This design comes from an exercise in tuning for small area on the open sky130 flow, not from production work. In this exercise RTL edits were held to simulation tests only and were not proved equivalent to the original. Power figures rest on the tool's default switching activity, not on a simulated workload.

## exp/onyx
Design fb_port, start of the top module:
module fb_port (
    input  wire        clk,
    input  wire        rst,               
    input  wire [35:0] time_now,          
    input  wire [3:0]  fb_in,             
    input  wire [1:0]  cfg_mode,          
    input  wire [7:0]  cfg_filt_n,
    input  wire [3:0]  cfg_pol,
    input  wire        cfg_dir,
    input  wire [7:0]  cfg_err_limit,
    input  wire [15:0] cfg_err_decay,     
    input  wire        cfg_alarm_en,
    input  wire [1:0]  cfg_z_mode,
    input  wire [2:0]  cfg_z_gate,
    input  wire [35:0] cfg_index_period,
    input  wire [15:0] cfg_index_tol,
    input  wire [15:0] cfg_hall_ill_t,    
    input  wire        z_arm,
    input  wire        fault_reset,
    input  wire [1:0]  latch_clr,
    output reg  [35:0] pos,
    output reg  [35:0] edge_time,
    output wire [3:0]  lines,
    output wire [7:0]  hall_sector,
    output reg  [7:0]  err_level,
    output reg  [35:0] err_count,
    output reg  [1:0]  latch,
    output reg  [35:0] index_pos,
    output reg  [35:0] index_time,
    output reg  [35:0] index_count,
    output wire [13:0] status
);
export LEC_CHECK = 0
export CAP_MARGIN = 5
export CORE_MARGIN = 2
export CORE_UTILIZATION = 40
export SLEW_MARGIN = 5
create_clock -name core_clock -period 12.0 [get_ports {clk}]
standard.sh (not shown) runs the stock make flow with config.mk's settings and CLKGATE_MAP_FILE= SYNTH_SCRIPT=/design/flow/synth_recipe.tcl, a recipe that flattens the netlist after the stock synthesis.
==> flow/flow/run.sh <==
#!/bin/bash
# The standard layout (standard.sh) with three changes:
#  - synthesis maps logic with an area-oriented ABC script and without
#    adder extraction (flow/synth.tcl),
#  - the ports get the smallest buffer (buf_1),
#  - the clock tree uses clkbuf_4 in clusters of at most 9 sinks, without
#    dummy loads.
set -euo pipefail
export BUFFER_PORTS_ARGS="-buffer_cell sky130_fd_sc_hd__buf_1"
export CTS_ARGS="-sink_clustering_enable -repair_clock_nets -dont_use_dummy_load -buf_list sky130_fd_sc_hd__clkbuf_4 -sink_clustering_size 9 -sink_clustering_max_diameter 50"
bash standard.sh SYNTH_SCRIPT="$PWD/flow/synth.tcl" finish > standard.log 2>&1
==> flow/flow/abc_area.script <==
strash
balance
rewrite
refactor
balance
rewrite -z
refactor -z
rewrite -z
balance
rewrite
refactor
balance
rewrite -z
refactor -z
rewrite -z
balance
&get -n
&st
&dch -f
&nf -R 1000
&put
==> flow/flow/synth.tcl <==
# The standard flow's synthesis (synth_recipe.tcl in the work folder, sourced unchanged)
# with two changes to how logic is mapped (registers are untouched):
#  - no adder extraction: ABC maps the arithmetic together with the rest,
#  - ABC uses the area-oriented script abc_area.script beside this file
#    instead of ORFS's speed script.
set ::env(ADDER_MAP_FILE) ""
set ::area_abc_script [file join [file dirname [file normalize [info script]]] abc_area.script]
proc abc {args} {
  set i [lsearch -exact $args -script]
  if {$i >= 0} { lset args [expr {$i + 1}] $::area_abc_script }
  yosys abc {*}$args
}
source [file join [file dirname [file dirname [file normalize [info script]]]] synth_recipe.tcl]
Relative to exp/onyx, the following input files were edited for exp/fjord:
- SLEW_MARGIN changed from 5 to 20
- CAP_MARGIN changed from 5 to 20
diff --git a/flow/flow/run.sh b/flow/flow/run.sh
--- a/flow/flow/run.sh
+++ b/flow/flow/run.sh
@@ -2,4 +2,3 @@
 # The standard layout (standard.sh) with three changes:
-#  - synthesis maps logic with an area-oriented ABC script and without
-#    adder extraction (flow/synth.tcl),
+#  - synthesis maps logic with an area-oriented ABC script (flow/synth.tcl),
 #  - the ports get the smallest buffer (buf_1),
==> flow/flow/abc_area.script <==
strash
balance
rewrite
refactor
balance
rewrite -z
refactor -z
rewrite -z
balance
&get -n
&st
&dch -f
&nf -R 1000
&put
==> flow/flow/synth.tcl <==
# The standard flow's synthesis (synth_recipe.tcl in the work folder, sourced unchanged)
# with one change: ABC maps the logic with the area-oriented script
# abc_area.script beside this file instead of ORFS's speed script.
set ::area_abc_script [file join [file dirname [file normalize [info script]]] abc_area.script]
proc abc {args} {
  set i [lsearch -exact $args -script]
  if {$i >= 0} { lset args [expr {$i + 1}] $::area_abc_script }
  yosys abc {*}$args
}
source [file join [file dirname [file dirname [file normalize [info script]]]] synth_recipe.tcl]
Notes after the runs:
In the metrics for exp/onyx and exp/fjord, the one carrying the lower cell area is exp/onyx.
Across both runs, critical path depth was lower for exp/fjord than for exp/onyx.
On portion of the layout cell area used by non-clock buffers, exp/onyx tracks exp/fjord almost exactly.
Taking exp/onyx as 1.0, exp/fjord lands at 0.950 on wire length on met2.
Total power across exp/onyx and exp/fjord: no real change.
Inputs modified between exp/fjord and exp/sierra:
diff --git a/flow/flow/run.sh b/flow/flow/run.sh
--- a/flow/flow/run.sh
+++ b/flow/flow/run.sh
@@ -2,3 +2,4 @@
 # The standard layout (standard.sh) with three changes:
-#  - synthesis maps logic with an area-oriented ABC script (flow/synth.tcl),
+#  - synthesis maps logic with an area-oriented ABC script and without
+#    adder extraction (flow/synth.tcl),
 #  - the ports get the smallest buffer (buf_1),
==> flow/flow/abc_area.script <==
strash
balance
rewrite
refactor
balance
rewrite -z
refactor -z
rewrite -z
balance
rewrite
refactor
balance
rewrite -z
refactor -z
rewrite -z
balance
&get -n
&st
&dch -f
&nf -R 1000
&put
diff --git a/flow/flow/synth.tcl b/flow/flow/synth.tcl
--- a/flow/flow/synth.tcl
+++ b/flow/flow/synth.tcl
@@ -1,4 +1,7 @@
 # The standard flow's synthesis (synth_recipe.tcl in the work folder, sourced unchanged)
-# with one change: ABC maps the logic with the area-oriented script
-# abc_area.script beside this file instead of ORFS's speed script.
+# with two changes to how logic is mapped (registers are untouched):
+#  - no adder extraction: ABC maps the arithmetic together with the rest,
+#  - ABC uses the area-oriented script abc_area.script beside this file
+#    instead of ORFS's speed script.
+set ::env(ADDER_MAP_FILE) ""
 set ::area_abc_script [file join [file dirname [file normalize [info script]]] abc_area.script]
## What came out
exp/sierra ended with every stage complete and zero timing, DRC or antenna violations.
Taking exp/fjord as the reference, in exp/sierra total placed instance area decreased by about 1.6% relative to the old numbers; number of clock buffer instances in the layout fell 1.6%; number of inverters outside the clock class in the layout went down by 13.
Summary of exp/sierra over exp/fjord: placed wire-length estimate rose by 6.1%, sequential cell count flat.
Summary of exp/sierra over exp/fjord: final non-filler cell area went down by 310 um^2, worst hold slack went up by 11 ps, setup slack after layout went up by 4.2 ps.
Met1 wire length (exp/sierra over exp/fjord): increase, 7.5%
Routed wire in exp/sierra totals more than in exp/fjord.

-- port drivers added, routing unchanged --
In the flow no input, the clock included, has a driving cell. The finished layouts below were timed again as built, in two steps.
Step 1 sets driving cells, clkbuf_16 on the clock port and buf_2 on the other inputs (assumed; they add their load-dependent delay and slew).
Step 2, shift: input delay + t, output delay - t, t = (earliest + latest rising clock arrival at the registers) / 2. This alone moves slack from input paths to output paths.
Slacks: ideal ports / drivers / drivers and shift; pairs: ideal ports / drivers.
run | t (ns) | setup slack, ns | hold slack, ns | worst setup path after step 2
exp/onyx | 0.822 | 0.846 / 0.871 / 0.049 | 0.422 / 0.422 / 0.422 | input to register
exp/fjord | 0.823 | 0.842 / 0.874 / 0.051 | 0.411 / 0.411 / 0.411 | input to register
exp/sierra | 0.822 | 0.846 / 0.871 / 0.049 | 0.422 / 0.422 / 0.422 | input to register
After both steps setup and hold are still met in every run listed.
